What follows belongs to an exercise in optimizing a design on an open flow for small area, a short achievable clock period and few clock cycles per item; a production flow would make more cautious choices. Function was checked by simulation only, so behaviour that the tests miss may differ from the original.

==> flow/design.v (outline; a module is shown in full before it is edited, if it fits) <==
// module le_lane: 440 lines
// module le_mac5: 3881 lines
module le_lane (
    input  wire         clk,
    input  wire         rst,         
    input  wire         start,
    output wire         ready,
    output reg          done,
    input  wire [1:0]   typ,         
    input  wire [2:0]   nnotch,      
    input  wire [1:0]   mode,        
    input  wire         xfer_i,      
    input  wire [379:0] notch_c,     
    input  wire [132:0] type_c,      
    input  wire [15:0]  umin,
    input  wire [15:0]  umax,
    input  wire [14:0]  dumax,
    input  wire [15:0]  r,
    input  wire [15:0]  y,
    input  wire [15:0]  v,
    input  wire [15:0]  t,
    input  wire [39:0]  integ_i,
    input  wire [15:0]  uprev_i,
    input  wire [15:0]  xs0_i,       
    input  wire [15:0]  xs1_i,       
    input  wire [255:0] nst_i,       
    output reg  [15:0]  u_o,
    output reg  [39:0]  integ_o,
    output reg  [15:0]  xs0_o,
    output reg  [15:0]  xs1_o,
    output reg  [255:0] nst_o,
    output reg          xfer_o,
    output reg          accsat,
    output reg          rlim,
    output reg          ulim
);
  // ...
==> flow/run.sh <==
#!/bin/bash
# synth_recipe.tcl (not shown) runs the flow's synth.tcl, then flattens the netlist and writes it again
# the make line also repeats each setting of config.mk as NAME=value (left out here)
make -C /OpenROAD-flow-scripts/flow DESIGN_CONFIG=/design/flow/config.mk WORK_HOME=/design/flow/orfs CLKGATE_MAP_FILE= SYNTH_SCRIPT=/design/flow/synth_recipe.tcl finish
==> flow/config.mk <==
export PLATFORM = sky130hd
export DESIGN_NAME = le_lane
export DESIGN_NICKNAME = le_lane
export VERILOG_FILES = /design/flow/design.v
export SDC_FILE = /design/flow/constraint.sdc
export NUM_CORES = 4
export LEC_CHECK = 0
export CAP_MARGIN = 20
export CORE_MARGIN = 2
export CORE_UTILIZATION = 55
export SETUP_SLACK_MARGIN = 0.2
export SLEW_MARGIN = 20
==> flow/constraint.sdc <==
create_clock -name core_clock -period 18.0 [get_ports {clk}]
set_input_delay 3.6000 -clock core_clock [delete_from_list [all_inputs] [get_ports {clk}]]
set_output_delay 3.6000 -clock core_clock [all_outputs]
set_load 0.01 [all_outputs]
==> impl_metrics.tcl, run 1 <==
set metrics [dict create \
    dp_cells 12306 \
    status "aborted with a tool error" \
    clock-sinks 739 \
    root_buffer "clkbuf_16" \
    synth_most_common_cell "nand2_1" \
    synth_top_family_by_area "adder cells" \
    ys_top_cells_by_area "fa_1, dfxtp_1, ha_1, nand2_1, edfxtp_1" \
    placedInstanceArea_mm2 0.09347 \
    place_ws_ns 7.545 \
    first-error "[ERROR GRT-0116] Global routing finished with congestion. Check the congestion regions in the DRC Viewer." \
    synth_top_area_cell "fa_1" \
    synth_flop_cell "dfxtp_1" \
    yosysSeqAreaShare_pct 20.93 \
    stop_stage "5_1_grt" \
    synthTopCellsByCount "nand2_1, inv_1, fa_1, dfxtp_1, a22oi_1" \
    die_h_um 381.8 \
    syn_inst 9535 \
    synth-simple-area-share_pct 16.03 \
    synth_mux_area_share_pct 4.639 \
    synth_area_per_cell_um2 8.232 \
    synthXorXnorAreaFrac_pct 7.878 \
    synth_compound_area_share_pct 18.93 \
    yosys_warnings 1 \
    synthAdderAreaFrac_pct 23.93 \
    port_buffers 1328 \
    synth_fp_nets 11650 \
    ys_ff_latch 739 \
    postCtsSetupRepairBufs 0 \
    hold_buffers 0 \
]
Testbench counts, summed over its fixed seeds: cycles 48,131, samples 8,000.
==> module le_lane, before the edit <==
module le_lane (
    input  wire         clk,
    input  wire         rst,         
    input  wire         start,
    output wire         ready,
    output reg          done,
    input  wire [1:0]   typ,         
    input  wire [2:0]   nnotch,      
    input  wire [1:0]   mode,        
    input  wire         xfer_i,      
    input  wire [379:0] notch_c,     
    input  wire [132:0] type_c,      
    input  wire [15:0]  umin,
    input  wire [15:0]  umax,
    input  wire [14:0]  dumax,
    input  wire [15:0]  r,
    input  wire [15:0]  y,
    input  wire [15:0]  v,
    input  wire [15:0]  t,
    input  wire [39:0]  integ_i,
    input  wire [15:0]  uprev_i,
    input  wire [15:0]  xs0_i,       
    input  wire [15:0]  xs1_i,       
    input  wire [255:0] nst_i,       
    output reg  [15:0]  u_o,
    output reg  [39:0]  integ_o,
    output reg  [15:0]  xs0_o,
    output reg  [15:0]  xs1_o,
    output reg  [255:0] nst_o,
    output reg          xfer_o,
    output reg          accsat,
    output reg          rlim,
    output reg          ulim
);
    localparam T_PID2 = 2'd1, T_LEADLAG = 2'd2, T_FILTER = 2'd3;
    localparam M_AUTO = 2'd0, M_MANUAL = 2'd1, M_TRACK = 2'd2, M_FREEZE = 2'd3;
    localparam O_IDLE = 4'd0,  O_Q   = 4'd1,  O_P1  = 4'd2,  O_P2  = 4'd3,
               O_P3   = 4'd4,  O_P4  = 4'd5,  O_P4A = 4'd6,  O_P4B = 4'd7,
               O_P5   = 4'd8,  O_P5A = 4'd9,  O_P5B = 4'd10, O_P6R = 4'd11,
               O_L1   = 4'd12, O_L2  = 4'd13, O_PC  = 4'd14, O_L0 = 4'd15;
    reg [3:0] op;
    reg [1:0] bi;        
    reg       bk;        
    reg       pend;      
    reg [1:0] pb;        
    reg       cf;        
    reg       pid_r, law_r, llauto_r, ymode_r;
    assign ready = (op == O_IDLE) || (op == O_PC);
    function [22:0] pre(input [18:0] cw);      
        pre = $signed({{7{cw[15]}}, cw[15:0]}) <<< cw[18:16];
    endfunction
    function [23:0] benc(input [15:0] x, input ng);
        integer j;
        reg b2, b1, b0;
        begin
            for (j = 0; j < 8; j = j + 1) begin
                b2 = x[2*j+1];
                b1 = x[2*j];
                b0 = (j == 0) ? 1'b0 : x[2*j-1];
                benc[3*j+2] = (b2 & ~(b1 & b0)) ^ ng;
                benc[3*j+1] = (b2 & ~b1 & ~b0) | (~b2 & b1 & b0);
                benc[3*j]   = b1 ^ b0;
            end
        end
    endfunction
    function [15:0] ssub(input [15:0] a, input [15:0] b);    
        reg [16:0] d;
        begin
            d = {a[15], a} - {b[15], b};
            if (d[16] != d[15])
                ssub = d[16] ? 16'h8000 : 16'h7FFF;
            else
                ssub = d[15:0];
        end
    endfunction
    function [15:0] putr(input [41:0] s);
        reg [26:0] q;
        begin
            q = {s[41:16], s[15] & (s[14:0] != 15'd0)};
            if (q[26:15] == 12'h000 || q[26:15] == 12'hFFF)
                putr = q[15:0];
            else
                putr = q[26] ? 16'h8000 : 16'h7FFF;
        end
    endfunction
    function [39:0] sat40(input [41:0] s);
        if (s[41:39] == 3'b000 || s[41:39] == 3'b111)
            sat40 = s[39:0];
        else
            sat40 = s[41] ? 40'h80_0000_0000 : 40'h7F_FFFF_FFFF;
    endfunction
    function ovf40(input [41:0] s);
        ovf40 = !(s[41:39] == 3'b000 || s[41:39] == 3'b111);
    endfunction
    function [41:0] sx40(input [39:0] a);
        sx40 = {{2{a[39]}}, a};
    endfunction
    function [39:0] iclamp(input [39:0] a, input [15:0] lo, input [15:0] hi);
        reg [25:0] q;
        begin
            q = {a[39], a[39:15]};
            if ($signed(q) < $signed({{10{lo[15]}}, lo}))
                iclamp = {{9{lo[15]}}, lo, 15'd0};
            else if ($signed(q) > $signed({{10{hi[15]}}, hi}) ||
                     (q == {{10{hi[15]}}, hi} && a[14:0] != 15'd0))
                iclamp = {{9{hi[15]}}, hi, 15'd0};
            else
                iclamp = a;
        end
    endfunction
    wire        m_auto   = (mode == M_AUTO);
    wire        pid      = (typ == T_PID2);
    wire        llauto   = (typ == T_LEADLAG) && m_auto;
    wire        law      = pid && m_auto && !xfer_i;      
    wire        limit_on = !(mode == M_FREEZE || (pid && m_auto && xfer_i));
    wire        rate     = (mode == M_AUTO) || (mode == M_MANUAL);
    wire [18:0] K_KPB = type_c[19*0 +: 19];      
    wire [18:0] K_KPN = type_c[19*1 +: 19];      
    wire [18:0] K_KI  = type_c[19*2 +: 19];      
    wire [18:0] K_DC  = type_c[19*3 +: 19];
    wire [18:0] K_AD  = type_c[19*4 +: 19];
    wire [18:0] K_BD  = type_c[19*5 +: 19];
    wire [18:0] K_KFF = type_c[19*6 +: 19];
    wire        fastc = (integ_i[39] == integ_i[38]) &&
                        !(K_KI[18] & K_KI[17]) && !(K_KPB[18] & K_KPB[17]) &&
                        !(K_KPN[18] & K_KPN[17]) && !(K_KFF[18] & K_KFF[17]);
    wire [17:0] umin18 = {{2{umin[15]}}, umin};
    wire [17:0] umax18 = {{2{umax[15]}}, umax};
    wire [17:0] up18   = {{2{uprev_i[15]}}, uprev_i};
    wire        rate_on = limit_on && rate && (dumax != 15'd0);
    wire [17:0] rlo_n  = rate_on ? up18 - {3'b000, dumax} : 18'h20000;
    wire [17:0] rhi_n  = rate_on ? up18 + {3'b000, dumax} : 18'h1FFFF;
    wire        rlo_lt = $signed(rlo_n) < $signed(umin18);
    wire        rlo_gt = $signed(rlo_n) > $signed(umax18);
    wire        rhi_lt = $signed(rhi_n) < $signed(umin18);
    wire        rhi_gt = $signed(rhi_n) > $signed(umax18);
    wire [17:0] clo_n  = !limit_on ? 18'h20000 : rlo_lt ? umin18 : rlo_gt ? umax18 : rlo_n;
    wire [17:0] chi_n  = !limit_on ? 18'h1FFFF : rhi_lt ? umin18 : rhi_gt ? umax18 : rhi_n;
    reg  [17:0] rlo, rhi, clo, chi;      
    reg         rlo_cut, rhi_cut;        
    reg  [15:0] u0bc;                    
    reg  [15:0] uminr, umaxr;
    always @(posedge clk) begin
        rlo <= rlo_n; rhi <= rhi_n; clo <= clo_n; chi <= chi_n;
        rlo_cut <= rlo_lt | rlo_gt;
        rhi_cut <= rhi_lt | rhi_gt;
        u0bc <= (limit_on && mode != M_AUTO) ? t : uprev_i;
        uminr <= umin;
        umaxr <= umax;
    end
    wire [17:0] ubc18 = {{2{u0bc[15]}}, u0bc};
    reg  [15:0] ulbc;
    always @(posedge clk)
        ulbc <= ($signed(ubc18) < $signed(clo)) ? clo[15:0] :
                ($signed(ubc18) > $signed(chi)) ? chi[15:0] : u0bc;
    reg  [22:0] c0, c1, c2;
    reg  [23:0] e0, e1, e2;
    reg         rnd;
    reg         bs_accb, bs_acca, bs_nym, bs_ul;    
    reg         bs_d, bs_dr, d_neg;                 
    reg         wr_accb, wr_acca;                   
    reg  [41:0] accb;
    reg  [41:0] acca;        
    reg  [15:0] ymr;         
    wire [39:0] accas  = sat40(acca);
    wire [15:0] putb   = putr(accb);
    wire [15:0] puta   = putr(acca);
    wire [15:0] ym_op  = pend ? putb : ymr;              
    wire [15:0] ym_cur = ready ? y : ym_op;              
    wire [16:0] d2src  = bs_nym ? {ym_op[15], ym_op} : bs_dr ? {xs1_o[15], xs1_o} :
                         {putb[15], putb};
    wire [16:0] d2     = (bs_nym || bs_d || bs_dr) ? (d2src ^ {17{d_neg}}) : 17'd0;
    wire [41:0] base = ({42{bs_accb}} & accb) |
                       ({42{bs_acca}} & sx40(accas)) |
                       ({42{bs_ul}}   & {{11{ulbc[15]}}, ulbc, 15'd0});
    wire [41:0] ta, tb;
    le_mac5 u_mac (.c0(c0), .e0(e0), .c1(c1), .e1(e1), .c2(c2), .e2(e2),
                   .d2(d2), .base(base), .rnd(rnd), .c15(d_neg),
                   .ta(ta), .tb(tb));
    wire [41:0] s = ta + tb;
    reg  [3:0] nop;
    reg  [1:0] nbi;
    reg        nbk;
    reg  [3:0] first_law;
    always @(*) begin
        if (pid)         first_law = O_P1;
        else if (llauto) first_law = ready ? O_L0 : O_L1;
        else             first_law = O_PC;
    end
    always @(*) begin
        nop = op;
        nbi = bi;
        nbk = bk;
        case (op)
            O_IDLE, O_PC: begin
                nbi = 2'd0;
                nbk = 1'b0;
                if (start)
                    nop = (nnotch != 3'd0) ? O_Q : first_law;
                else
                    nop = O_IDLE;
            end
            O_Q: begin
                if (bk) begin
                    nbk = 1'b0;
                    nbi = bi + 2'd1;
                    if ({1'b0, bi} + 3'd1 == nnotch)
                        nop = first_law;
                end else begin
                    nbk = 1'b1;
                end
            end
            O_P1:  nop = O_P2;
            O_P2:  nop = O_P3;
            O_P3:  nop = (law && !fastc) ? O_P4A : O_P4;
            O_P4:  nop = O_PC;
            O_P4A: nop = O_P4B;
            O_P4B: nop = O_P5A;
            O_P5A: nop = O_P5B;
            O_P5B: nop = O_P6R;
            O_P6R: nop = O_PC;
            O_L1:  nop = O_L2;
            O_L2:  nop = O_PC;
            O_L0:  nop = O_PC;
            default: nop = O_IDLE;
        endcase
    end
    wire [15:0] e_cur  = ssub(r, ym_cur);
    wire [15:0] dw_cur = ssub(putb, xs0_i);
    wire [94:0] ncs = notch_c[95 * nbi +: 95];
    wire [63:0] nss = nst_i[64 * nbi +: 64];
    wire [15:0] xchain = (nbi == 2'd0) ? y : putb;
    reg [18:0] fc0, fc1, fc2;
    reg [15:0] fx0, fx1, fx2;
    reg        fneg, frnd, fb_accb, fb_acca, fb_nym, fb_ul, fb_d, fb_dr, fw_accb, fw_acca;
    always @(*) begin
        fc0 = 19'd0; fx0 = 16'd0;
        fc1 = 19'd0; fx1 = 16'd0;
        fc2 = 19'd0; fx2 = 16'd0;
        fneg = 1'b0; frnd = 1'b0;
        fb_accb = 1'b0; fb_acca = 1'b0; fb_nym = 1'b0; fb_ul = 1'b0; fb_d = 1'b0; fb_dr = 1'b0;
        fw_accb = 1'b0; fw_acca = 1'b0;
        case (nop)
            O_Q: begin
                fw_accb = 1'b1;
                if (!nbk) begin
                    fc0 = ncs[19*1 +: 19]; fx0 = nss[15:0];
                    fc1 = ncs[19*2 +: 19]; fx1 = nss[31:16];
                    fc2 = ncs[19*3 +: 19]; fx2 = nss[47:32];
                end else begin
                    fc0 = ncs[19*0 +: 19]; fx0 = xchain;
                    fc1 = ncs[19*4 +: 19]; fx1 = nss[63:48];
                    fb_accb = 1'b1; frnd = 1'b1;
                end
            end
            O_P1: begin
                fc0 = K_DC; fx0 = r;
                fb_nym = 1'b1; frnd = 1'b1; fw_accb = 1'b1;
            end
            O_P2: begin
                fc0 = law ? K_KI : 19'd0; fx0 = e_cur;
                fb_acca = law; fb_ul = !law; fw_acca = 1'b1;
            end
            O_P3: begin
                fc0 = K_AD; fx0 = xs1_i; fc1 = K_BD; fx1 = dw_cur;
                frnd = 1'b1; fw_accb = 1'b1;
            end
            O_P4: begin
                fc0 = K_KPB; fx0 = r; fc1 = K_KPN; fx1 = ym_cur; fc2 = K_KFF; fx2 = v;
                fneg = !law; frnd = law; fb_acca = 1'b1; fb_d = 1'b1; fw_acca = 1'b1;
            end
            O_P4A: begin fc0 = K_KPB; fx0 = r;      fb_acca = 1'b1; fw_acca = 1'b1; end
            O_P4B: begin fc1 = K_KPN; fx1 = ym_cur; fb_acca = 1'b1; fw_acca = 1'b1; end
            O_P5A: begin fb_dr = 1'b1;              fb_acca = 1'b1; fw_acca = 1'b1; end
            O_P5B: begin fc2 = K_KFF; fx2 = v;      fb_acca = 1'b1; fw_acca = 1'b1; end
            O_P6R: begin frnd = 1'b1;               fb_acca = 1'b1; fw_acca = 1'b1; end
            O_L0: begin
                fc0 = K_KPB; fx0 = e_cur; fc1 = K_KPN; fx1 = xs0_i; fc2 = K_KI; fx2 = uprev_i;
                frnd = 1'b1; fw_accb = 1'b1;
            end
            O_L1: begin
                fc1 = K_KPN; fx1 = xs0_i; fc2 = K_KI; fx2 = uprev_i;
                fw_accb = 1'b1;
            end
            O_L2: begin
                fc0 = K_KPB; fx0 = e_cur;
                fb_accb = 1'b1; frnd = 1'b1; fw_accb = 1'b1;
            end
            default: ;
        endcase
    end
    reg         dpos, dneg;      
    reg         big0, big1, big2;    
    wire [39:0] icl_a = iclamp(accas, uminr, umaxr);
    wire [39:0] icl_i = iclamp(integ_i, umin, umax);
    reg  [39:0] integ_r;         
    reg         accs_r;          
    wire [26:0] qa     = {acca[41:16], acca[15] & (acca[14:0] != 15'd0)};
    wire        la_clo = ($signed(qa) < $signed({{9{clo[17]}}, clo})) && (clo != 18'h38000);
    wire        ga_chi = ($signed(qa) > $signed({{9{chi[17]}}, chi})) && (chi != 18'h07FFF);
    wire [17:0] pa18   = {{2{puta[15]}}, puta};
    wire        la_rlo = $signed(pa18) < $signed(rlo);
    wire        ga_rhi = $signed(pa18) > $signed(rhi);
    wire [15:0] ul_a   = la_clo ? clo[15:0] : ga_chi ? chi[15:0] : puta;
    wire        rlim_a = la_rlo | ga_rhi;
    wire        ulim_a = la_rlo ? rlo_cut : ga_rhi ? rhi_cut : (la_clo | ga_chi);
    wire        hold   = (dpos && ga_chi) || (dneg && la_clo);
    wire [15:0] u0     = ymode_r ? ((pend || llauto_r) ? putb : ymr) : u0bc;
    wire [17:0] u018   = {{2{u0[15]}}, u0};
    wire        lt_rlo = $signed(u018) < $signed(rlo);
    wire        gt_rhi = $signed(u018) > $signed(rhi);
    wire        lt_clo = $signed(u018) < $signed(clo);
    wire        gt_chi = $signed(u018) > $signed(chi);
    wire [15:0] ul_o   = lt_clo ? clo[15:0] : gt_chi ? chi[15:0] : u0;
    wire        rlim_o = lt_rlo | gt_rhi;
    wire        ulim_o = lt_rlo ? rlo_cut : gt_rhi ? rhi_cut : (lt_clo | gt_chi);
    wire        bq_ovf = ($signed(accb) > $signed({3'b001, 24'h000000, 15'h3FFF})) ||
                         ($signed(accb) < $signed({3'b111, 24'h000000, 15'h4000}));
    always @(posedge clk) begin
        if (rst)
            op <= O_IDLE;
        else
            op <= nop;
        bi   <= nbi;
        bk   <= nbk;
        c0   <= pre(fc0);
        c1   <= pre(fc1);
        c2   <= pre(fc2);
        e0   <= benc(fx0, fneg);
        e1   <= benc(fx1, fneg);
        e2   <= benc(fx2, fneg);
        bs_d <= fb_d;
        bs_dr <= fb_dr;
        d_neg <= fb_nym || (fb_d && fneg);    
        rnd  <= frnd;
        bs_accb <= fb_accb; bs_acca <= fb_acca; bs_nym <= fb_nym; bs_ul <= fb_ul;
        wr_accb <= fw_accb; wr_acca <= fw_acca;
        big0 <= (fc0 == {3'd7, 16'h8000}) && (fx0 == 16'h8000);
        big1 <= (fc1 == {3'd7, 16'h8000}) && (fx1 == 16'h8000);
        big2 <= (fc2 == {3'd7, 16'h8000}) && (fx2 == 16'h8000);
        pend <= (op == O_Q) && bk;
        pb   <= bi;
        if (ready) begin
            pid_r    <= pid;
            law_r    <= law;
            llauto_r <= llauto;
            ymode_r  <= !pid && m_auto;
        end
        if (nop == O_P2) begin
            dpos <= (K_KI[15:0] != 16'd0) && (e_cur != 16'd0) && !(K_KI[15] ^ e_cur[15]) &&
                    (integ_i != 40'h7F_FFFF_FFFF);
            dneg <= (K_KI[15:0] != 16'd0) && (e_cur != 16'd0) &&  (K_KI[15] ^ e_cur[15]) &&
                    (integ_i != 40'h80_0000_0000);
        end
        if (wr_accb)
            accb <= s;
        else if (op == O_P4 || op == O_P6R)
            accb <= sx40(icl_i);     
        if (ready)
            acca <= sx40(integ_i);
        else if (wr_acca)
            acca <= s;
        if (op == O_Q) begin
            if (!bk)
                cf <= big0 & big1 & big2;
            else
                cf <= cf & big0;
        end
        xfer_o <= m_auto ? 1'b0 : xfer_i;
        if (ready) begin
            integ_r <= integ_i;
            accs_r  <= 1'b0;
            ymr     <= y;
        end else begin
            if (pend) begin
                ymr <= putb;
                if (cf || bq_ovf) accs_r <= 1'b1;
            end
            if (law_r && (op == O_P2 || op == O_P4A || op == O_P4B ||
                          op == O_P5A || op == O_P5B) && ovf40(s))
                accs_r <= 1'b1;
            if (op == O_P3 && law_r)
                integ_r <= icl_a;                
        end
        if (op == O_P2)
            xs0_o <= putb;
        else if (nop == O_L2 || nop == O_L0)
            xs0_o <= e_cur;
        else if (ready)
            xs0_o <= xs0_i;
        if (op == O_P4 || op == O_P4A)
            xs1_o <= putb;
        else if (ready)
            xs1_o <= xs1_i;
    end
    always @(*) begin
        done    = (op == O_PC);
        u_o     = law_r ? ul_a : ul_o;
        rlim    = law_r ? rlim_a : rlim_o;
        ulim    = law_r ? ulim_a : ulim_o;
        accsat  = accs_r || (pend && (cf || bq_ovf));
        if (!pid_r)
            integ_o = integ_r;
        else if (!law_r)
            integ_o = icl_a;                     
        else if (hold)
            integ_o = accb[39:0];                
        else
            integ_o = integ_r;                   
    end
    reg  [63:0] y1r;             
    reg  [191:0] nsr;            
    genvar gb;
    generate
        for (gb = 0; gb < 4; gb = gb + 1) begin : g_bq
            wire use_b = (nnotch > gb);
            always @(posedge clk) begin
                if (gb == 0)
                    nsr[0 +: 16] <= use_b ? y : nst_i[0 +: 16];
                else
                    nsr[48*gb +: 16] <= use_b ? y1r[16*(gb-1) +: 16] : nst_i[64*gb +: 16];
                nsr[48*gb + 16 +: 16] <= use_b ? nst_i[64*gb +: 16]      : nst_i[64*gb + 16 +: 16];
                nsr[48*gb + 32 +: 16] <= use_b ? nst_i[64*gb + 32 +: 16] : nst_i[64*gb + 48 +: 16];
                if (!use_b)
                    y1r[16*gb +: 16] <= nst_i[64*gb + 32 +: 16];
                else if (pend && pb == gb)
                    y1r[16*gb +: 16] <= putb;
            end
        end
    endgenerate
    integer ob;
    always @(*) begin
        for (ob = 0; ob < 4; ob = ob + 1) begin
            nst_o[64*ob +: 16]      = nsr[48*ob +: 16];
            nst_o[64*ob + 16 +: 16] = nsr[48*ob + 16 +: 16];
            nst_o[64*ob + 32 +: 16] = (pend && {30'd0, pb} == ob) ? putb : y1r[16*ob +: 16];
            nst_o[64*ob + 48 +: 16] = nsr[48*ob + 32 +: 16];
        end
    end
endmodule
==> run 2: changes to the inputs <==
--- a/flow/design.v
+++ b/flow/design.v
@@ -37,5 +37,5 @@
     localparam O_IDLE = 4'd0,  O_Q   = 4'd1,  O_P1  = 4'd2,  O_P2  = 4'd3,
                O_P3   = 4'd4,  O_P4  = 4'd5,  O_P4A = 4'd6,  O_P4B = 4'd7,
-               O_P5   = 4'd8,  O_P5A = 4'd9,  O_P5B = 4'd10, O_P6R = 4'd11,
+               O_W    = 4'd8,  O_P5A = 4'd9,  O_P5B = 4'd10, O_P6R = 4'd11,
                O_L1   = 4'd12, O_L2  = 4'd13, O_PC  = 4'd14, O_L0 = 4'd15;
     reg [3:0] op;
@@ -74,8 +74,8 @@
         end
     endfunction
-    function [15:0] putr(input [41:0] s);
+    function [15:0] putr(input [41:0] s, input z);
         reg [26:0] q;
         begin
-            q = {s[41:16], s[15] & (s[14:0] != 15'd0)};
+            q = {s[41:16], s[15] & !z};
             if (q[26:15] == 12'h000 || q[26:15] == 12'hFFF)
                 putr = q[15:0];
@@ -96,15 +96,15 @@
         sx40 = {{2{a[39]}}, a};
     endfunction
-    function [39:0] iclamp(input [39:0] a, input [15:0] lo, input [15:0] hi);
-        reg [25:0] q;
+    function [39:0] iclamp(input [41:0] a, input [15:0] lo, input [15:0] hi);
+        reg [26:0] q;
         begin
-            q = {a[39], a[39:15]};
-            if ($signed(q) < $signed({{10{lo[15]}}, lo}))
+            q = a[41:15];
+            if ($signed(q) < $signed({{11{lo[15]}}, lo}))
                 iclamp = {{9{lo[15]}}, lo, 15'd0};
-            else if ($signed(q) > $signed({{10{hi[15]}}, hi}) ||
-                     (q == {{10{hi[15]}}, hi} && a[14:0] != 15'd0))
+            else if ($signed(q) > $signed({{11{hi[15]}}, hi}) ||
+                     (q == {{11{hi[15]}}, hi} && a[14:0] != 15'd0))
                 iclamp = {{9{hi[15]}}, hi, 15'd0};
             else
-                iclamp = a;
+                iclamp = a[39:0];
         end
     endfunction
@@ -131,27 +131,38 @@
     wire [17:0] rlo_n  = rate_on ? up18 - {3'b000, dumax} : 18'h20000;
     wire [17:0] rhi_n  = rate_on ? up18 + {3'b000, dumax} : 18'h1FFFF;
-    wire        rlo_lt = $signed(rlo_n) < $signed(umin18);
-    wire        rlo_gt = $signed(rlo_n) > $signed(umax18);
-    wire        rhi_lt = $signed(rhi_n) < $signed(umin18);
-    wire        rhi_gt = $signed(rhi_n) > $signed(umax18);
-    wire [17:0] clo_n  = !limit_on ? 18'h20000 : rlo_lt ? umin18 : rlo_gt ? umax18 : rlo_n;
-    wire [17:0] chi_n  = !limit_on ? 18'h1FFFF : rhi_lt ? umin18 : rhi_gt ? umax18 : rhi_n;
-    reg  [17:0] rlo, rhi, clo, chi;      
-    reg         rlo_cut, rhi_cut;        
+    reg  [17:0] rlo, rhi;                
+    reg         lim_r;                   
     reg  [15:0] u0bc;                    
     reg  [15:0] uminr, umaxr;
     always @(posedge clk) begin
-        rlo <= rlo_n; rhi <= rhi_n; clo <= clo_n; chi <= chi_n;
-        rlo_cut <= rlo_lt | rlo_gt;
-        rhi_cut <= rhi_lt | rhi_gt;
-        u0bc <= (limit_on && mode != M_AUTO) ? t : uprev_i;
+        rlo   <= rlo_n;
+        rhi   <= rhi_n;
+        lim_r <= limit_on;
+        u0bc  <= (limit_on && mode != M_AUTO) ? t : uprev_i;
         uminr <= umin;
         umaxr <= umax;
     end
+    wire [17:0] umin18r = {{2{uminr[15]}}, uminr};
+    wire [17:0] umax18r = {{2{umaxr[15]}}, umaxr};
+    wire        rlo_lt = $signed(rlo) < $signed(umin18r);
+    wire        rlo_gt = $signed(rlo) > $signed(umax18r);
+    wire        rhi_lt = $signed(rhi) < $signed(umin18r);
+    wire        rhi_gt = $signed(rhi) > $signed(umax18r);
+    reg  [17:0] clo, chi;                
+    reg         rlo_cut, rhi_cut;        
+    always @(posedge clk) begin
+        clo <= !lim_r ? 18'h20000 : rlo_lt ? umin18r : rlo_gt ? umax18r : rlo;
+        chi <= !lim_r ? 18'h1FFFF : rhi_lt ? umin18r : rhi_gt ? umax18r : rhi;
+        rlo_cut <= rlo_lt | rlo_gt;
+        rhi_cut <= rhi_lt | rhi_gt;
+    end
     wire [17:0] ubc18 = {{2{u0bc[15]}}, u0bc};
+    wire [17:0] ubx1  = ($signed(ubc18) < $signed(rlo)) ? rlo :
+                        ($signed(ubc18) > $signed(rhi)) ? rhi : ubc18;
     reg  [15:0] ulbc;
     always @(posedge clk)
-        ulbc <= ($signed(ubc18) < $signed(clo)) ? clo[15:0] :
-                ($signed(ubc18) > $signed(chi)) ? chi[15:0] : u0bc;
+        ulbc <= !lim_r ? u0bc :
+                ($signed(ubx1) < $signed(umin18r)) ? uminr :
+                ($signed(ubx1) > $signed(umax18r)) ? umaxr : ubx1[15:0];
     reg  [22:0] c0, c1, c2;
     reg  [23:0] e0, e1, e2;
@@ -164,8 +175,9 @@
     reg  [15:0] ymr;         
     wire [39:0] accas  = sat40(acca);
-    wire [15:0] putb   = putr(accb);
-    wire [15:0] puta   = putr(acca);
+    reg         tie_a, tie_b;    
+    wire [15:0] putb   = putr(accb, tie_b);
+    wire [15:0] puta   = putr(acca, tie_a);
     wire [15:0] ym_op  = pend ? putb : ymr;              
-    wire [15:0] ym_cur = ready ? y : ym_op;              
+    wire [15:0] ym_cur = ym_op;                          
     wire [16:0] d2src  = bs_nym ? {ym_op[15], ym_op} : bs_dr ? {xs1_o[15], xs1_o} :
                          {putb[15], putb};
@@ -175,5 +187,5 @@
                        ({42{bs_ul}}   & {{11{ulbc[15]}}, ulbc, 15'd0});
     wire [41:0] ta, tb;
-    le_mac5 u_mac (.c0(c0), .e0(e0), .c1(c1), .e1(e1), .c2(c2), .e2(e2),
+    le_mac6 u_mac (.c0(c0), .e0(e0), .c1(c1), .e1(e1), .c2(c2), .e2(e2),
                    .d2(d2), .base(base), .rnd(rnd), .c15(d_neg),
                    .ta(ta), .tb(tb));
@@ -185,6 +197,6 @@
     always @(*) begin
         if (pid)         first_law = O_P1;
-        else if (llauto) first_law = ready ? O_L0 : O_L1;
-        else             first_law = O_PC;
+        else if (llauto) first_law = O_L1;
+        else             first_law = ready ? O_W : O_PC;    
     end
     always @(*) begin
@@ -215,4 +227,5 @@
             O_P3:  nop = (law && !fastc) ? O_P4A : O_P4;
             O_P4:  nop = O_PC;
+            O_W:   nop = O_PC;
             O_P4A: nop = O_P4B;
             O_P4B: nop = O_P5A;
@@ -222,10 +235,12 @@
             O_L1:  nop = O_L2;
             O_L2:  nop = O_PC;
-            O_L0:  nop = O_PC;
             default: nop = O_IDLE;
         endcase
     end
-    wire [15:0] e_cur  = ssub(r, ym_cur);
-    wire [15:0] dw_cur = ssub(putb, xs0_i);
+    reg  [15:0] rr;
+    always @(posedge clk)
+        rr <= r;
+    wire [15:0] e_cur  = ssub(rr, ym_cur);
+    wire [15:0] dw_cur = ssub(putb, xs0_o);
     wire [94:0] ncs = notch_c[95 * nbi +: 95];
     wire [63:0] nss = nst_i[64 * nbi +: 64];
@@ -275,8 +290,4 @@
             O_P5B: begin fc2 = K_KFF; fx2 = v;      fb_acca = 1'b1; fw_acca = 1'b1; end
             O_P6R: begin frnd = 1'b1;               fb_acca = 1'b1; fw_acca = 1'b1; end
-            O_L0: begin
-                fc0 = K_KPB; fx0 = e_cur; fc1 = K_KPN; fx1 = xs0_i; fc2 = K_KI; fx2 = uprev_i;
-                frnd = 1'b1; fw_accb = 1'b1;
-            end
             O_L1: begin
                 fc1 = K_KPN; fx1 = xs0_i; fc2 = K_KI; fx2 = uprev_i;
@@ -291,28 +302,44 @@
     end
     reg         dpos, dneg;      
-    reg         big0, big1, big2;    
-    wire [39:0] icl_a = iclamp(accas, uminr, umaxr);
-    wire [39:0] icl_i = iclamp(integ_i, umin, umax);
+    wire        big0 = (c0 == 23'h400000) && (e0 == 24'hC00000);
+    wire        big1 = (c1 == 23'h400000) && (e1 == 24'hC00000);
+    wire        big2 = (c2 == 23'h400000) && (e2 == 24'hC00000);
+    wire [39:0] icl_a = iclamp(acca, uminr, umaxr);
+    wire [39:0] icl_i = iclamp(sx40(integ_i), umin, umax);
     reg  [39:0] integ_r;         
     reg         accs_r;          
-    wire [26:0] qa     = {acca[41:16], acca[15] & (acca[14:0] != 15'd0)};
-    wire        la_clo = ($signed(qa) < $signed({{9{clo[17]}}, clo})) && (clo != 18'h38000);
-    wire        ga_chi = ($signed(qa) > $signed({{9{chi[17]}}, chi})) && (chi != 18'h07FFF);
-    wire [17:0] pa18   = {{2{puta[15]}}, puta};
-    wire        la_rlo = $signed(pa18) < $signed(rlo);
-    wire        ga_rhi = $signed(pa18) > $signed(rhi);
+    wire        clo_in = (clo != 18'h38000);             
+    wire        chi_in = (chi != 18'h07FFF);             
+    wire        rlo_in = ($signed(rlo) > $signed(18'h38000));
+    wire        rhi_in = ($signed(rhi) < $signed(18'h07FFF));
+    wire [26:0] clo27  = {{9{clo[17]}}, clo};
+    wire [26:0] chi27  = {{9{chi[17]}}, chi};
+    wire [26:0] rlo27  = {{9{rlo[17]}}, rlo};
+    wire [26:0] rhi27  = {{9{rhi[17]}}, rhi};
+    wire [26:0] qa     = {acca[41:16], acca[15] & !tie_a};
+    wire        la_clo = ($signed(qa) < $signed(clo27)) && clo_in;
+    wire        ga_chi = ($signed(qa) > $signed(chi27)) && chi_in;
+    wire        la_rlo = ($signed(qa) < $signed(rlo27)) && rlo_in;
+    wire        ga_rhi = ($signed(qa) > $signed(rhi27)) && rhi_in;
     wire [15:0] ul_a   = la_clo ? clo[15:0] : ga_chi ? chi[15:0] : puta;
     wire        rlim_a = la_rlo | ga_rhi;
     wire        ulim_a = la_rlo ? rlo_cut : ga_rhi ? rhi_cut : (la_clo | ga_chi);
     wire        hold   = (dpos && ga_chi) || (dneg && la_clo);
-    wire [15:0] u0     = ymode_r ? ((pend || llauto_r) ? putb : ymr) : u0bc;
-    wire [17:0] u018   = {{2{u0[15]}}, u0};
-    wire        lt_rlo = $signed(u018) < $signed(rlo);
-    wire        gt_rhi = $signed(u018) > $signed(rhi);
-    wire        lt_clo = $signed(u018) < $signed(clo);
-    wire        gt_chi = $signed(u018) > $signed(chi);
-    wire [15:0] ul_o   = lt_clo ? clo[15:0] : gt_chi ? chi[15:0] : u0;
-    wire        rlim_o = lt_rlo | gt_rhi;
-    wire        ulim_o = lt_rlo ? rlo_cut : gt_rhi ? rhi_cut : (lt_clo | gt_chi);
+    wire [26:0] qb     = {accb[41:16], accb[15] & !tie_b};
+    wire        lb_clo = ($signed(qb) < $signed(clo27)) && clo_in;
+    wire        gb_chi = ($signed(qb) > $signed(chi27)) && chi_in;
+    wire        lb_rlo = ($signed(qb) < $signed(rlo27)) && rlo_in;
+    wire        gb_rhi = ($signed(qb) > $signed(rhi27)) && rhi_in;
+    wire [15:0] ul_b   = lb_clo ? clo[15:0] : gb_chi ? chi[15:0] : putb;
+    wire        rlim_b = lb_rlo | gb_rhi;
+    wire        ulim_b = lb_rlo ? rlo_cut : gb_rhi ? rhi_cut : (lb_clo | gb_chi);
+    wire [17:0] uc18   = {{2{u0bc[15]}}, u0bc};
+    wire        lt_rlo = $signed(uc18) < $signed(rlo);
+    wire        gt_rhi = $signed(uc18) > $signed(rhi);
+    wire        lt_clo = $signed(uc18) < $signed(clo);
+    wire        gt_chi = $signed(uc18) > $signed(chi);
+    wire [15:0] ul_c   = lt_clo ? clo[15:0] : gt_chi ? chi[15:0] : u0bc;
+    wire        rlim_c = lt_rlo | gt_rhi;
+    wire        ulim_c = lt_rlo ? rlo_cut : gt_rhi ? rhi_cut : (lt_clo | gt_chi);
     wire        bq_ovf = ($signed(accb) > $signed({3'b001, 24'h000000, 15'h3FFF})) ||
                          ($signed(accb) < $signed({3'b111, 24'h000000, 15'h4000}));
@@ -336,7 +363,4 @@
         bs_accb <= fb_accb; bs_acca <= fb_acca; bs_nym <= fb_nym; bs_ul <= fb_ul;
         wr_accb <= fw_accb; wr_acca <= fw_acca;
-        big0 <= (fc0 == {3'd7, 16'h8000}) && (fx0 == 16'h8000);
-        big1 <= (fc1 == {3'd7, 16'h8000}) && (fx1 == 16'h8000);
-        big2 <= (fc2 == {3'd7, 16'h8000}) && (fx2 == 16'h8000);
         pend <= (op == O_Q) && bk;
         pb   <= bi;
@@ -353,12 +377,19 @@
                     (integ_i != 40'h80_0000_0000);
         end
-        if (wr_accb)
-            accb <= s;
-        else if (op == O_P4 || op == O_P6R)
-            accb <= sx40(icl_i);     
-        if (ready)
-            acca <= sx40(integ_i);
-        else if (wr_acca)
-            acca <= s;
+        if (ready) begin
+            accb  <= {{11{y[15]}}, y, 15'h4000};     
+            tie_b <= 1'b0;
+        end else if (wr_accb) begin
+            accb  <= s;
+            tie_b <= (s[14:0] == 15'd0);
+        end else if (op == O_P4 || op == O_P6R) begin
+            accb  <= sx40(icl_i);     
+        end
+        if (ready) begin
+            acca  <= sx40(integ_i);
+        end else if (wr_acca) begin
+            acca  <= s;
+            tie_a <= (s[14:0] == 15'd0);
+        end
         if (op == O_Q) begin
             if (!bk)
@@ -385,5 +416,5 @@
         if (op == O_P2)
             xs0_o <= putb;
-        else if (nop == O_L2 || nop == O_L0)
+        else if (nop == O_L2)
             xs0_o <= e_cur;
         else if (ready)
@@ -396,14 +427,12 @@
     always @(*) begin
         done    = (op == O_PC);
-        u_o     = law_r ? ul_a : ul_o;
-        rlim    = law_r ? rlim_a : rlim_o;
-        ulim    = law_r ? ulim_a : ulim_o;
+        u_o     = law_r ? ul_a : ymode_r ? ul_b : ul_c;
+        rlim    = law_r ? rlim_a : ymode_r ? rlim_b : rlim_c;
+        ulim    = law_r ? ulim_a : ymode_r ? ulim_b : ulim_c;
         accsat  = accs_r || (pend && (cf || bq_ovf));
-        if (!pid_r)
-            integ_o = integ_r;
-        else if (!law_r)
-            integ_o = icl_a;                     
-        else if (hold)
+        if (law_r && hold)
             integ_o = accb[39:0];                
+        else if (pid_r && !law_r)
+            integ_o = icl_a;                     
         else
             integ_o = integ_r;                   
@@ -439,5 +468,5 @@
     end
 endmodule
-module le_mac5 (
+module le_mac6 (
     input  wire [22:0] c0, c1, c2,
     input  wire [23:0] e0, e1, e2,
@@ -2941,42 +2970,42 @@
     assign s2_p7_23 = ((e2[21] & c2[22]) | (e2[22] & c2[22])) ^ e2[23];
     assign s2_p7_24 = ~(((e2[21] & c2[22]) | (e2[22] & c2[22])) ^ e2[23]);
-    assign us1 = rnd ^ e0[23];
-    assign uc2 = rnd & e0[23];
-    assign us3 = e0[17] ^ e1[17] ^ e2[17];
-    assign uc4 = (e0[17] & e1[17]) | (e0[17] & e2[17]) | (e1[17] & e2[17]);
-    assign us5 = s0_p0_10 ^ s0_p1_8;
-    assign uc6 = s0_p0_10 & s0_p1_8;
-    assign us7 = s0_p0_11 ^ s0_p1_9 ^ s0_p2_7;
-    assign uc8 = (s0_p0_11 & s0_p1_9) | (s0_p0_11 & s0_p2_7) | (s0_p1_9 & s0_p2_7);
-    assign us9 = e0[20] ^ e1[20] ^ e2[20];
-    assign uc10 = (e0[20] & e1[20]) | (e0[20] & e2[20]) | (e1[20] & e2[20]);
-    assign us11 = s0_p0_12 ^ s0_p1_10 ^ s0_p2_8;
-    assign uc12 = (s0_p0_12 & s0_p1_10) | (s0_p0_12 & s0_p2_8) | (s0_p1_10 & s0_p2_8);
-    assign us13 = s0_p3_6 ^ s0_p4_4 ^ s0_p5_2;
-    assign uc14 = (s0_p3_6 & s0_p4_4) | (s0_p3_6 & s0_p5_2) | (s0_p4_4 & s0_p5_2);
-    assign us15 = s0_p6_0 ^ s1_p0_12;
-    assign uc16 = s0_p6_0 & s1_p0_12;
-    assign us17 = s0_p0_13 ^ s0_p1_11 ^ s0_p2_9;
-    assign uc18 = (s0_p0_13 & s0_p1_11) | (s0_p0_13 & s0_p2_9) | (s0_p1_11 & s0_p2_9);
-    assign us19 = s0_p3_7 ^ s0_p4_5 ^ s0_p5_3;
-    assign uc20 = (s0_p3_7 & s0_p4_5) | (s0_p3_7 & s0_p5_3) | (s0_p4_5 & s0_p5_3);
-    assign us21 = s0_p6_1 ^ s1_p0_13 ^ s1_p1_11;
-    assign uc22 = (s0_p6_1 & s1_p0_13) | (s0_p6_1 & s1_p1_11) | (s1_p0_13 & s1_p1_11);
-    assign us23 = s1_p2_9 ^ s1_p3_7;
-    assign uc24 = s1_p2_9 & s1_p3_7;
-    assign us25 = e1[23] ^ e2[23] ^ s0_p0_14;
-    assign uc26 = (e1[23] & e2[23]) | (e1[23] & s0_p0_14) | (e2[23] & s0_p0_14);
-    assign us27 = s0_p1_12 ^ s0_p2_10 ^ s0_p3_8;
-    assign uc28 = (s0_p1_12 & s0_p2_10) | (s0_p1_12 & s0_p3_8) | (s0_p2_10 & s0_p3_8);
-    assign us29 = s0_p4_6 ^ s0_p5_4 ^ s0_p6_2;
-    assign uc30 = (s0_p4_6 & s0_p5_4) | (s0_p4_6 & s0_p6_2) | (s0_p5_4 & s0_p6_2);
-    assign us31 = s0_p7_0 ^ s1_p0_14 ^ s1_p1_12;
-    assign uc32 = (s0_p7_0 & s1_p0_14) | (s0_p7_0 & s1_p1_12) | (s1_p0_14 & s1_p1_12);
-    assign us33 = s1_p2_10 ^ s1_p3_8 ^ s1_p4_6;
-    assign uc34 = (s1_p2_10 & s1_p3_8) | (s1_p2_10 & s1_p4_6) | (s1_p3_8 & s1_p4_6);
-    assign us35 = s1_p5_4 ^ s1_p6_2 ^ s1_p7_0;
-    assign uc36 = (s1_p5_4 & s1_p6_2) | (s1_p5_4 & s1_p7_0) | (s1_p6_2 & s1_p7_0);
-    assign us37 = s2_p0_14 ^ s2_p1_12;
-    assign uc38 = s2_p0_14 & s2_p1_12;
+    assign us1 = e0[17] ^ e1[17] ^ e2[17];
+    assign uc2 = (e0[17] & e1[17]) | (e0[17] & e2[17]) | (e1[17] & e2[17]);
+    assign us3 = s0_p0_10 ^ s0_p1_8;
+    assign uc4 = s0_p0_10 & s0_p1_8;
+    assign us5 = s0_p0_11 ^ s0_p1_9 ^ s0_p2_7;
+    assign uc6 = (s0_p0_11 & s0_p1_9) | (s0_p0_11 & s0_p2_7) | (s0_p1_9 & s0_p2_7);
+    assign us7 = e0[20] ^ e1[20] ^ e2[20];
+    assign uc8 = (e0[20] & e1[20]) | (e0[20] & e2[20]) | (e1[20] & e2[20]);
+    assign us9 = s0_p0_12 ^ s0_p1_10 ^ s0_p2_8;
+    assign uc10 = (s0_p0_12 & s0_p1_10) | (s0_p0_12 & s0_p2_8) | (s0_p1_10 & s0_p2_8);
+    assign us11 = s0_p3_6 ^ s0_p4_4 ^ s0_p5_2;
+    assign uc12 = (s0_p3_6 & s0_p4_4) | (s0_p3_6 & s0_p5_2) | (s0_p4_4 & s0_p5_2);
+    assign us13 = s0_p6_0 ^ s1_p0_12;
+    assign uc14 = s0_p6_0 & s1_p0_12;
+    assign us15 = rnd ^ rnd ^ s0_p0_13;
+    assign uc16 = (rnd & rnd) | (rnd & s0_p0_13) | (rnd & s0_p0_13);
+    assign us17 = s0_p1_11 ^ s0_p2_9 ^ s0_p3_7;
+    assign uc18 = (s0_p1_11 & s0_p2_9) | (s0_p1_11 & s0_p3_7) | (s0_p2_9 & s0_p3_7);
+    assign us19 = s0_p4_5 ^ s0_p5_3 ^ s0_p6_1;
+    assign uc20 = (s0_p4_5 & s0_p5_3) | (s0_p4_5 & s0_p6_1) | (s0_p5_3 & s0_p6_1);
+    assign us21 = s1_p0_13 ^ s1_p1_11 ^ s1_p2_9;
+    assign uc22 = (s1_p0_13 & s1_p1_11) | (s1_p0_13 & s1_p2_9) | (s1_p1_11 & s1_p2_9);
+    assign us23 = s1_p3_7 ^ s1_p4_5;
+    assign uc24 = s1_p3_7 & s1_p4_5;
+    assign us25 = e0[23] ^ e1[23] ^ e2[23];
+    assign uc26 = (e0[23] & e1[23]) | (e0[23] & e2[23]) | (e1[23] & e2[23]);
+    assign us27 = s0_p0_14 ^ s0_p1_12 ^ s0_p2_10;
+    assign uc28 = (s0_p0_14 & s0_p1_12) | (s0_p0_14 & s0_p2_10) | (s0_p1_12 & s0_p2_10);
+    assign us29 = s0_p3_8 ^ s0_p4_6 ^ s0_p5_4;
+    assign uc30 = (s0_p3_8 & s0_p4_6) | (s0_p3_8 & s0_p5_4) | (s0_p4_6 & s0_p5_4);
+    assign us31 = s0_p6_2 ^ s0_p7_0 ^ s1_p0_14;
+    assign uc32 = (s0_p6_2 & s0_p7_0) | (s0_p6_2 & s1_p0_14) | (s0_p7_0 & s1_p0_14);
+    assign us33 = s1_p1_12 ^ s1_p2_10 ^ s1_p3_8;
+    assign uc34 = (s1_p1_12 & s1_p2_10) | (s1_p1_12 & s1_p3_8) | (s1_p2_10 & s1_p3_8);
+    assign us35 = s1_p4_6 ^ s1_p5_4 ^ s1_p6_2;
+    assign uc36 = (s1_p4_6 & s1_p5_4) | (s1_p4_6 & s1_p6_2) | (s1_p5_4 & s1_p6_2);
+    assign us37 = s1_p7_0 ^ s2_p0_14 ^ s2_p1_12;
+    assign uc38 = (s1_p7_0 & s2_p0_14) | (s1_p7_0 & s2_p1_12) | (s2_p0_14 & s2_p1_12);
     assign us39 = c15 ^ s0_p0_15 ^ s0_p1_13;
     assign uc40 = (c15 & s0_p0_15) | (c15 & s0_p1_13) | (s0_p0_15 & s0_p1_13);
@@ -2993,6 +3022,6 @@
     assign us51 = s2_p1_13 ^ s2_p2_11 ^ s2_p3_9;
     assign uc52 = (s2_p1_13 & s2_p2_11) | (s2_p1_13 & s2_p3_9) | (s2_p2_11 & s2_p3_9);
-    assign us53 = s2_p4_7 ^ s2_p5_5 ^ s2_p6_3;
-    assign uc54 = (s2_p4_7 & s2_p5_5) | (s2_p4_7 & s2_p6_3) | (s2_p5_5 & s2_p6_3);
+    assign us53 = s2_p4_7 ^ s2_p5_5;
+    assign uc54 = s2_p4_7 & s2_p5_5;
     assign us55 = s0_p0_16 ^ s0_p1_14 ^ s0_p2_12;
     assign uc56 = (s0_p0_16 & s0_p1_14) | (s0_p0_16 & s0_p2_12) | (s0_p1_14 & s0_p2_12);
@@ -3213,6 +3242,6 @@
     assign us271 = s2_p3_5 ^ s2_p4_3 ^ s2_p5_1;
     assign uc272 = (s2_p3_5 & s2_p4_3) | (s2_p3_5 & s2_p5_1) | (s2_p4_3 & s2_p5_1);
-    assign us273 = uc4 ^ uc6;
-    assign uc274 = uc4 & uc6;
+    assign us273 = uc2 ^ uc4;
+    assign uc274 = uc2 & uc4;
     assign us275 = s1_p1_10 ^ s1_p2_8 ^ s1_p3_6;
     assign uc276 = (s1_p1_10 & s1_p2_8) | (s1_p1_10 & s1_p3_6) | (s1_p2_8 & s1_p3_6);
@@ -3223,52 +3252,52 @@
     assign us281 = s2_p3_6 ^ s2_p4_4 ^ s2_p5_2;
     assign uc282 = (s2_p3_6 & s2_p4_4) | (s2_p3_6 & s2_p5_2) | (s2_p4_4 & s2_p5_2);
-    assign us283 = s2_p6_0 ^ us9 ^ us15;
-    assign uc284 = (s2_p6_0 & us9) | (s2_p6_0 & us15) | (us9 & us15);
-    assign us285 = uc8 ^ base[12] ^ us11;
-    assign uc286 = (uc8 & base[12]) | (uc8 & us11) | (base[12] & us11);
-    assign us287 = s1_p4_5 ^ s1_p5_3 ^ s1_p6_1;
-    assign uc288 = (s1_p4_5 & s1_p5_3) | (s1_p4_5 & s1_p6_1) | (s1_p5_3 & s1_p6_1);
-    assign us289 = s2_p0_13 ^ s2_p1_11 ^ s2_p2_9;
-    assign uc290 = (s2_p0_13 & s2_p1_11) | (s2_p0_13 & s2_p2_9) | (s2_p1_11 & s2_p2_9);
-    assign us291 = s2_p3_7 ^ s2_p4_5 ^ s2_p5_3;
-    assign uc292 = (s2_p3_7 & s2_p4_5) | (s2_p3_7 & s2_p5_3) | (s2_p4_5 & s2_p5_3);
-    assign us293 = s2_p6_1 ^ uc10 ^ uc16;
-    assign uc294 = (s2_p6_1 & uc10) | (s2_p6_1 & uc16) | (uc10 & uc16);
-    assign us295 = us23 ^ uc12 ^ uc14;
-    assign uc296 = (us23 & uc12) | (us23 & uc14) | (uc12 & uc14);
-    assign us297 = base[13] ^ us17 ^ us19;
-    assign uc298 = (base[13] & us17) | (base[13] & us19) | (us17 & us19);
+    assign us283 = s2_p6_0 ^ us7 ^ us13;
+    assign uc284 = (s2_p6_0 & us7) | (s2_p6_0 & us13) | (us7 & us13);
+    assign us285 = uc6 ^ base[12] ^ us9;
+    assign uc286 = (uc6 & base[12]) | (uc6 & us9) | (base[12] & us9);
+    assign us287 = s1_p5_3 ^ s1_p6_1 ^ s2_p0_13;
+    assign uc288 = (s1_p5_3 & s1_p6_1) | (s1_p5_3 & s2_p0_13) | (s1_p6_1 & s2_p0_13);
+    assign us289 = s2_p1_11 ^ s2_p2_9 ^ s2_p3_7;
+    assign uc290 = (s2_p1_11 & s2_p2_9) | (s2_p1_11 & s2_p3_7) | (s2_p2_9 & s2_p3_7);
+    assign us291 = s2_p4_5 ^ s2_p5_3 ^ s2_p6_1;
+    assign uc292 = (s2_p4_5 & s2_p5_3) | (s2_p4_5 & s2_p6_1) | (s2_p5_3 & s2_p6_1);
+    assign us293 = uc8 ^ uc14 ^ us23;
+    assign uc294 = (uc8 & uc14) | (uc8 & us23) | (uc14 & us23);
+    assign us295 = uc10 ^ uc12 ^ base[13];
+    assign uc296 = (uc10 & uc12) | (uc10 & base[13]) | (uc12 & base[13]);
+    assign us297 = us15 ^ us17 ^ us19;
+    assign uc298 = (us15 & us17) | (us15 & us19) | (us17 & us19);
     assign us299 = s2_p2_10 ^ s2_p3_8 ^ s2_p4_6;
     assign uc300 = (s2_p2_10 & s2_p3_8) | (s2_p2_10 & s2_p4_6) | (s2_p3_8 & s2_p4_6);
     assign us301 = s2_p5_4 ^ s2_p6_2 ^ s2_p7_0;
     assign uc302 = (s2_p5_4 & s2_p6_2) | (s2_p5_4 & s2_p7_0) | (s2_p6_2 & s2_p7_0);
-    assign us303 = us1 ^ uc24 ^ us37;
-    assign uc304 = (us1 & uc24) | (us1 & us37) | (uc24 & us37);
+    assign us303 = uc24 ^ us25 ^ uc16;
+    assign uc304 = (uc24 & us25) | (uc24 & uc16) | (us25 & uc16);
     assign us305 = uc18 ^ uc20 ^ uc22;
     assign uc306 = (uc18 & uc20) | (uc18 & uc22) | (uc20 & uc22);
-    assign us307 = base[14] ^ us25 ^ us27;
-    assign uc308 = (base[14] & us25) | (base[14] & us27) | (us25 & us27);
-    assign us309 = us29 ^ us31 ^ us33;
-    assign uc310 = (us29 & us31) | (us29 & us33) | (us31 & us33);
-    assign us311 = s2_p7_1 ^ uc2 ^ uc38;
-    assign uc312 = (s2_p7_1 & uc2) | (s2_p7_1 & uc38) | (uc2 & uc38);
-    assign us313 = uc26 ^ uc28 ^ uc30;
-    assign uc314 = (uc26 & uc28) | (uc26 & uc30) | (uc28 & uc30);
+    assign us307 = base[14] ^ us27 ^ us29;
+    assign uc308 = (base[14] & us27) | (base[14] & us29) | (us27 & us29);
+    assign us309 = us31 ^ us33 ^ us35;
+    assign uc310 = (us31 & us33) | (us31 & us35) | (us33 & us35);
+    assign us311 = s2_p6_3 ^ s2_p7_1 ^ uc26;
+    assign uc312 = (s2_p6_3 & s2_p7_1) | (s2_p6_3 & uc26) | (s2_p7_1 & uc26);
+    assign us313 = us53 ^ uc28 ^ uc30;
+    assign uc314 = (us53 & uc28) | (us53 & uc30) | (uc28 & uc30);
     assign us315 = uc32 ^ uc34 ^ uc36;
     assign uc316 = (uc32 & uc34) | (uc32 & uc36) | (uc34 & uc36);
-    assign us317 = base[15] ^ us39 ^ us41;
-    assign uc318 = (base[15] & us39) | (base[15] & us41) | (us39 & us41);
-    assign us319 = us43 ^ us45 ^ us47;
-    assign uc320 = (us43 & us45) | (us43 & us47) | (us45 & us47);
-    assign us321 = us49 ^ us51 ^ us53;
-    assign uc322 = (us49 & us51) | (us49 & us53) | (us51 & us53);
-    assign us323 = s2_p7_2 ^ us69 ^ uc40;
-    assign uc324 = (s2_p7_2 & us69) | (s2_p7_2 & uc40) | (us69 & uc40);
-    assign us325 = uc42 ^ uc44 ^ uc46;
-    assign uc326 = (uc42 & uc44) | (uc42 & uc46) | (uc44 & uc46);
-    assign us327 = uc48 ^ uc50 ^ uc52;
-    assign uc328 = (uc48 & uc50) | (uc48 & uc52) | (uc50 & uc52);
-    assign us329 = uc54 ^ base[16] ^ us55;
-    assign uc330 = (uc54 & base[16]) | (uc54 & us55) | (base[16] & us55);
+    assign us317 = uc38 ^ base[15] ^ us39;
+    assign uc318 = (uc38 & base[15]) | (uc38 & us39) | (base[15] & us39);
+    assign us319 = us41 ^ us43 ^ us45;
+    assign uc320 = (us41 & us43) | (us41 & us45) | (us43 & us45);
+    assign us321 = us47 ^ us49 ^ us51;
+    assign uc322 = (us47 & us49) | (us47 & us51) | (us49 & us51);
+    assign us323 = s2_p7_2 ^ uc54 ^ us69;
+    assign uc324 = (s2_p7_2 & uc54) | (s2_p7_2 & us69) | (uc54 & us69);
+    assign us325 = uc40 ^ uc42 ^ uc44;
+    assign uc326 = (uc40 & uc42) | (uc40 & uc44) | (uc42 & uc44);
+    assign us327 = uc46 ^ uc48 ^ uc50;
+    assign uc328 = (uc46 & uc48) | (uc46 & uc50) | (uc48 & uc50);
+    assign us329 = uc52 ^ base[16] ^ us55;
+    assign uc330 = (uc52 & base[16]) | (uc52 & us55) | (base[16] & us55);
     assign us331 = us57 ^ us59 ^ us61;
     assign uc332 = (us57 & us59) | (us57 & us61) | (us59 & us61);
@@ -3497,8 +3526,8 @@
     assign us555 = base[9] ^ us245 ^ us247;
     assign uc556 = (base[9] & us245) | (base[9] & us247) | (us245 & us247);
-    assign us557 = s2_p5_0 ^ uc252 ^ us3;
-    assign uc558 = (s2_p5_0 & uc252) | (s2_p5_0 & us3) | (uc252 & us3);
-    assign us559 = us5 ^ uc246 ^ uc248;
-    assign uc560 = (us5 & uc246) | (us5 & uc248) | (uc246 & uc248);
+    assign us557 = s2_p5_0 ^ uc252 ^ us1;
+    assign uc558 = (s2_p5_0 & uc252) | (s2_p5_0 & us1) | (uc252 & us1);
+    assign us559 = us3 ^ uc246 ^ uc248;
+    assign uc560 = (us3 & uc246) | (us3 & uc248) | (uc246 & uc248);
     assign us561 = uc250 ^ base[10] ^ us253;
     assign uc562 = (uc250 & base[10]) | (uc250 & us253) | (base[10] & us253);
@@ -3511,6 +3540,6 @@
     assign us569 = us263 ^ us265 ^ us267;
     assign uc570 = (us263 & us265) | (us263 & us267) | (us265 & us267);
-    assign us571 = us269 ^ us271 ^ us7;
-    assign uc572 = (us269 & us271) | (us269 & us7) | (us271 & us7);
+    assign us571 = us269 ^ us271 ^ us5;
+    assign uc572 = (us269 & us271) | (us269 & us5) | (us271 & us5);
     assign us573 = uc264 ^ uc266 ^ uc268;
     assign uc574 = (uc264 & uc266) | (uc264 & uc268) | (uc266 & uc268);
@@ -3519,6 +3548,6 @@
     assign us577 = us277 ^ us279 ^ us281;
     assign uc578 = (us277 & us279) | (us277 & us281) | (us279 & us281);
-    assign us579 = us13 ^ uc274 ^ us283;
-    assign uc580 = (us13 & uc274) | (us13 & us283) | (uc274 & us283);
+    assign us579 = us11 ^ uc274 ^ us283;
+    assign uc580 = (us11 & uc274) | (us11 & us283) | (uc274 & us283);
     assign us581 = uc276 ^ uc278 ^ uc280;
     assign uc582 = (uc276 & uc278) | (uc276 & uc280) | (uc278 & uc280);
@@ -3531,28 +3560,28 @@
     assign us589 = uc288 ^ uc290 ^ uc292;
     assign uc590 = (uc288 & uc290) | (uc288 & uc292) | (uc290 & uc292);
-    assign us591 = us299 ^ us301 ^ us35;
-    assign uc592 = (us299 & us301) | (us299 & us35) | (us301 & us35);
-    assign us593 = uc294 ^ us303 ^ uc296;
-    assign uc594 = (uc294 & us303) | (uc294 & uc296) | (us303 & uc296);
-    assign us595 = uc298 ^ us305 ^ us307;
-    assign uc596 = (uc298 & us305) | (uc298 & us307) | (us305 & us307);
-    assign us597 = uc300 ^ uc302 ^ uc304;
-    assign uc598 = (uc300 & uc302) | (uc300 & uc304) | (uc302 & uc304);
-    assign us599 = us311 ^ uc306 ^ uc308;
-    assign uc600 = (us311 & uc306) | (us311 & uc308) | (uc306 & uc308);
+    assign us591 = us299 ^ us301 ^ us37;
+    assign uc592 = (us299 & us301) | (us299 & us37) | (us301 & us37);
+    assign us593 = uc294 ^ uc296 ^ uc298;
+    assign uc594 = (uc294 & uc296) | (uc294 & uc298) | (uc296 & uc298);
+    assign us595 = us303 ^ us305 ^ us307;
+    assign uc596 = (us303 & us305) | (us303 & us307) | (us305 & us307);
+    assign us597 = uc300 ^ uc302 ^ us311;
+    assign uc598 = (uc300 & uc302) | (uc300 & us311) | (uc302 & us311);
+    assign us599 = uc304 ^ uc306 ^ uc308;
+    assign uc600 = (uc304 & uc306) | (uc304 & uc308) | (uc306 & uc308);
     assign us601 = uc310 ^ us313 ^ us315;
     assign uc602 = (uc310 & us313) | (uc310 & us315) | (us313 & us315);
     assign us603 = us317 ^ us319 ^ us321;
     assign uc604 = (us317 & us319) | (us317 & us321) | (us319 & us321);
-    assign us605 = uc312 ^ uc314 ^ uc316;
-    assign uc606 = (uc312 & uc314) | (uc312 & uc316) | (uc314 & uc316);
-    assign us607 = uc318 ^ uc320 ^ uc322;
-    assign uc608 = (uc318 & uc320) | (uc318 & uc322) | (uc320 & uc322);
-    assign us609 = us323 ^ us325 ^ us327;
-    assign uc610 = (us323 & us325) | (us323 & us327) | (us325 & us327);
+    assign us605 = uc312 ^ us323 ^ uc314;
+    assign uc606 = (uc312 & us323) | (uc312 & uc314) | (us323 & uc314);
+    assign us607 = uc316 ^ uc318 ^ uc320;
+    assign uc608 = (uc316 & uc318) | (uc316 & uc320) | (uc318 & uc320);
+    assign us609 = uc322 ^ us325 ^ us327;
+    assign uc610 = (uc322 & us325) | (uc322 & us327) | (us325 & us327);
     assign us611 = us329 ^ us331 ^ us333;
     assign uc612 = (us329 & us331) | (us329 & us333) | (us331 & us333);
-    assign us613 = us335 ^ uc324 ^ uc326;
-    assign uc614 = (us335 & uc324) | (us335 & uc326) | (uc324 & uc326);
+    assign us613 = uc324 ^ us335 ^ uc326;
+    assign uc614 = (uc324 & us335) | (uc324 & uc326) | (us335 & uc326);
     assign us615 = uc328 ^ uc330 ^ uc332;
     assign uc616 = (uc328 & uc330) | (uc328 & uc332) | (uc330 & uc332);
--- a/flow/config.mk
+++ b/flow/config.mk
@@ -8,5 +8,5 @@
 export CAP_MARGIN = 20
 export CORE_MARGIN = 2
-export CORE_UTILIZATION = 55
+export CORE_UTILIZATION = 35
 export SETUP_SLACK_MARGIN = 0.2
 export SLEW_MARGIN = 20
==> impl_metrics.tcl, run 2 <==
set metrics [dict create \
    synth_top_area_cell "dfxtp_1" \
    hold_buffers 0 \
    layout_commonest_cell "clkdlybuf4s50_1" \
    core_area_mm2 0.2323 \
    top_register "nsr" \
    status "finished clean" \
    start_kind "register" \
    fin_crit_sh_pct 56.72 \
    critPathMaxFanout 51 \
    async_flop_share_pct 0 \
    synth_area_mm2 0.08164 \
    highest_layer "met5" \
    cts_tree "done" \
    drive_gt1_share_pct 9.427 \
    ios 1329 \
    die-area_mm2 0.2371 \
    yosysSeqAreaShare_pct 20.30 \
    grt_max_degree 131 \
    grt_overflow 0 \
    slew_violations 0 \
    die_w_um 487.0 \
    design_area_mm2 0.1028 \
    drc 0 \
    grt_first_pass_wirelength_mm 804.4 \
    via_count 88865 \
    setup_ws_ns 7.790 \
    synth_fp_nets 11385 \
    worst_pin_slew_ns 1.289 \
    fin_util_pct 44.26 \
    vias_per_cell 6.577 \
    synth_flop_cell "dfxtp_1" \
    finalSetupTns_ns 0 \
    htree_levels 3 \
    clockBufferDepth 3 \
    area_growth_pct 25.94 \
    synthXorXnorAreaFrac_pct 7.596 \
    grt_pass1_vias 82657 \
    yosys_warnings 1 \
    dp_cells 13147 \
    die_h_um 487.0 \
    place_congestion 1.199 \
    routed_wl_mm 625.9 \
    fmax_mhz 97.94 \
    synth-simple-area-share_pct 11.75 \
    skew_ns 0.08320 \
    place_ws_ns 8.747 \
    synthTopCellsByCount "nand2_1, inv_1, ha_1, dfxtp_1, fa_1" \
    placedInstanceArea_mm2 0.09869 \
    hold_ws_ns 0.4214 \
    root_buffer "clkbuf_16" \
    layout.nets 12446 \
    final_cell_mix "clkdlybuf4s50_1, nand2_1, inv_1, ha_1, fa_1" \
    ys_ff_latch 754 \
    cap_viol_max_count 0 \
    dr.pass1.iters 9 \
    synthAdderAreaFrac_pct 24.90 \
    synth_area_per_cell_um2 8.927 \
    ys_top_cells_by_area "dfxtp_1, fa_1, ha_1, edfxtp_1, a22oi_1" \
    hp-class "reg2reg" \
    synth_most_common_cell "nand2_1" \
    fill_cells 23014 \
    clock-sinks 754 \
    start_util_pct 35.14 \
    track_usage_pct 50.88 \
    cp_data_required_time_ns 14.40 \
    syn_inst 9145 \
    synth_edf_count 148 \
    rsz0062_at_grt "false" \
    met1_length_mm 229.0 \
    antenna_found_initial 255 \
    cts_inserted_buffers 99 \
    period_minus_slack_ns 10.21 \
    dp_hpwl_mm 510.6 \
    timing.slew.headroom_pct 13.43 \
    end_kind "output port" \
    hold_violations 0 \
    cp.arrival_ns 6.61 \
    synth_top_family_by_area "adder cells" \
    synth_mux_area_share_pct 9.959 \
    fin_cells 13512 \
    port_buffers 1328 \
    ant_nets 0 \
    postCtsSetupRepairBufs 0 \
    setup_viol 0 \
    cts-resized-gates 0 \
    largest_reg_flops 192 \
    clk_pin_slew_ns 0.07 \
    synth_compound_area_share_pct 18.37 \
    wire_per_inst_um 46.32 \
    largestRegisters "nsr x192, y1r x64" \
    path_class "reg2out" \
    synth_cell_types 106 \
    route.met2.wl_mm 242.2 \
    synth_top_area_share_pct 14.86 \
    wl_met3_mm 101.6 \
    first_iter_violations 15003 \
    rows 177 \
    clock_latency_ns 0.83 \
]
==> run 2: kinds of logic (layout without fill, tap and decap cells) <==
group / count (synthesis) / count (layout)
other cells: 0 / 179
fa+ha+maj: 1263 / 1263
mux: 599 / 599
xor+xnor: 708 / 708
simple gates: 2149 / 2149
flops: 754 / 754
buf+inv: 1503 / 2648
compound gates: 2169 / 2169
==> run 2: cell type report <==
type	count	area [um2]	area share (%)
diodes	179	447.9	0.4357
clock buffers	121	2660	2.587
clock inverters	64	992.2	0.9650
inverters	836	3148	3.062
multi-input cells	6888	59560	57.93
flip-flops and latches	754	16640	16.18
well taps	3043	3807	3.703
repair buffers	1627	15550	15.13
==> run 2: path summary, 6_finish.rpt <==
| path | from | endpoint | slack, ns | depth (start not counted) |
|---|---|---|---|---|
| worst max register to register | accb[33] | accb[33] | 8.85 | 27 |
| worst min register to register | bi[1] | pb[1] | 0.42 | 0 |
| worst min-delay path | bi[1] | pb[1] | 0.42 | 0 |
| worst max-delay path | chi[17] | integ_o[19] | 7.79 | 16 |
==> run 2: critical path, stage by stage (launching register included) <==
cell and delay (ns):
dfxtp_1 0.31, inv_1 0.62, ha_1 0.38, a21o_1 0.16, a21o_1 0.17, a21o_1 0.17, a21oi_1 0.15, o21ai_0 0.13
nand3b_1 0.20, o21ai_2 0.80, nand3_1 0.26, o21ai_4 0.10, buf_4 0.53, nor2_2 0.32, buf_4 0.34, a221o_1 0.38
clkdlybuf4s50_1 0.72
==> run 2: per-layer routing <==
metal	global-route usage, %	vias up
li1	-	34536
met1	60.95	44231
met2	68.83	7998
met3	28.10	2002
met4	33.45	98
met5	3.348	-
Testbench counts of run 2, summed over its fixed seeds: cycles 49,367, samples 8,000.

-- what the ideal ports hide --
In the flow no input, the clock included, has a driving cell. The finished layout below was timed again as built, in two steps.
Step 1: set_driving_cell puts a clkbuf_16 on clk and a buf_2 on each other input, an assumption about the parent block.
Step 2 times the ports against the registers' clock, not the clock port: input delays grow and output delays shrink by t, the midpoint of the rising clock arrivals with the driver on.
Three values: ideal, step 1, step 2; two values: the first two.
run: run 2
shift t [ns]: 0.890
setup WS [ns]: 7.790 / 7.685 / 8.315
latest minus earliest clock arrival (ns): 0.088 / 0.088
After both steps run 2 still meets setup and hold. For run 2, drivers alone change the setup slack by -0.105 ns; drivers and shift together by +0.525 ns.
